What follows belongs to an exercise in optimizing a design on an open flow for small area, a short achievable clock period and few clock cycles per item; a production flow would make more cautious choices.
Only simulation tests tie the RTL to the original design; equivalence was not proved.

## the baseline
// conf_raymap
module conf_raymap (
    input  wire        clk,
    input  wire        rst,
    input  wire [12:0] cfg_hogels_x,
    input  wire [12:0] cfg_hogels_y,
    input  wire [4:0]  cfg_views_u,
    input  wire [4:0]  cfg_views_v,
    input  wire [1:0]  cfg_lens_type,
    input  wire [1:0]  cfg_layout,
    input  wire [1:0]  cfg_view_flip,
    input  wire [7:0]  cfg_slant_p,
    input  wire [4:0]  cfg_slant_q,
    input  wire [14:0] cfg_pitch_x,
    input  wire [14:0] cfg_pitch_y,
    input  wire        req_valid,
    output wire        req_ready,
    input  wire [15:0] req_px,
    input  wire [15:0] req_py,
    input  wire [1:0]  req_k,
    output wire        map_req,
    output wire [23:0] map_addr,
    input  wire        map_ack,
    input  wire [63:0] map_data,
    output wire        res_valid,
    input  wire        res_ready,
    output wire [1:0]  res_kind,
    output wire [29:0] res_ray,
    output wire [1:0]  res_colour
);
    localparam [1:0] K_MAPPED = 2'd0, K_UNMAPPED = 2'd1, K_BLACK = 2'd2;
    reg [12:0] c_hx, c_hy;
    reg [4:0]  c_nu, c_nv;
    reg [1:0]  c_lens, c_lay, c_flip;
    reg [5:0]  c_pabs;
    reg        c_pneg;
    reg [4:0]  c_q;
    reg [14:0] c_px, c_py;
    reg [8:0]  c_nuv;
    reg [18:0] c_b256, c_b768;    
    wire [7:0] pneg_in = 8'd0 - cfg_slant_p;
    always @(posedge clk) begin
        if (rst) begin
            c_hx   <= cfg_hogels_x;
            c_hy   <= cfg_hogels_y;
            c_nu   <= cfg_views_u;
            c_nv   <= cfg_views_v;
            c_lens <= cfg_lens_type;
            c_lay  <= cfg_layout;
            c_flip <= cfg_view_flip;
            c_pneg <= cfg_slant_p[7];
            c_pabs <= cfg_slant_p[7] ? pneg_in[5:0] : cfg_slant_p[5:0];
            c_q    <= cfg_slant_q;
            c_px   <= cfg_pitch_x;
            c_py   <= cfg_pitch_y;
            c_nuv  <= cfg_views_u * cfg_views_v;
            c_b256 <= {cfg_pitch_x, 4'd0} - 19'd1;
            c_b768 <= {cfg_pitch_x, 4'd0} - 19'd3;
        end
    end
    wire        lens0 = (c_lens == 2'd0);
    wire        lens1 = (c_lens == 2'd1);
    wire        lens2 = (c_lens == 2'd2);
    wire        mode3 = !lens1 && c_lay[1];
    wire [13:0] hpx   = c_px[14:1];
    wire [13:0] hpy   = c_py[14:1];
    reg  [15:0] q_px [0:1];
    reg  [15:0] q_py [0:1];
    reg  [1:0]  q_k  [0:1];
    reg  [1:0]  q_li [0:1];
  ...
For scale: ~19000 cells after synthesis, ~200000 µm² of cells after synthesis.
export LEC_CHECK = 0
export ABC_CLOCK_PERIOD_IN_PS = 5000
export CAP_MARGIN = 20
export CORE_MARGIN = 2
export CORE_UTILIZATION = 40
export SLEW_MARGIN = 20
export TNS_END_PERCENT = 100
create_clock -name core_clock -period 20.0 [get_ports {clk}]
standard.sh (not shown) runs the stock make flow with config.mk's settings and CLKGATE_MAP_FILE= SYNTH_SCRIPT=/design/flow/synth_recipe.tcl, a recipe that flattens the netlist after the stock synthesis.
==> flow/flow/run.sh <==
#!/bin/bash
# Standard layout, with timing repair aiming well below the clock period.
set -euo pipefail
export SETUP_SLACK_MARGIN=${MARGIN:-14}
bash standard.sh > standard.log 2>&1
Testbench counts of the baseline, summed over its fixed seeds: cycles 18,113, items 11,520.
Input changes introduced in the candidate (baseline for comparison: the baseline):
==> flow/flow/run.sh <==
#!/bin/bash
# Standard layout, with timing repair aiming well below the clock period.
set -euo pipefail
export SETUP_SLACK_MARGIN=${MARGIN:-13}
bash standard.sh > standard.log 2>&1
==> notes.md <==
The candidate reached the final stage; the timing, DRC and antenna checks on its layout passed.
The candidate vs the baseline on clock network contribution to total cell area: the candidate is the higher one.
The candidate ends up with a data required time at the worst endpoint that is 0.02 ns higher than in the baseline.
Cell count after placement of the candidate is on par with the baseline.
Cmp the candidate vs the baseline: logic depth of the worst setup path including buffers higher in the candidate
Sort the candidate and the baseline by layout buffer count excluding clock buffers desc -> top: the baseline

[afterwards: timing with drivers on the ports]
In the flow no input, the clock included, has a driving cell. The finished layouts below were timed again as built, in two steps.
Step 1 (the two cells are an assumption about what drives the block):
set clk [get_ports {clk}]
set_driving_cell -lib_cell sky130_fd_sc_hd__clkbuf_16 $clk
set_driving_cell -lib_cell sky130_fd_sc_hd__buf_2 [delete_from_list [all_inputs] $clk]
Step 2 also shifts input and output timing later by t, the mid clock arrival at the registers, as if the neighbouring blocks saw the same clock.
Slacks: ideal / step 1 / step 2; pairs: ideal / step 1.
| run | shift t [ns] | setup slack, ns | worst register clock-pin slew, ns |
|---|---|---|---|
| the baseline | 1.088 | 12.977 / 12.977 / 12.977 | 0.07 / 0.07 |
| the candidate | 1.082 | 12.850 / 12.850 / 12.080 | 0.07 / 0.07 |
After both steps setup and hold are still met in every run listed. The setup slack of the candidate, which loses most, moves by 0.000 ns with the drivers and by -0.770 ns with both steps.
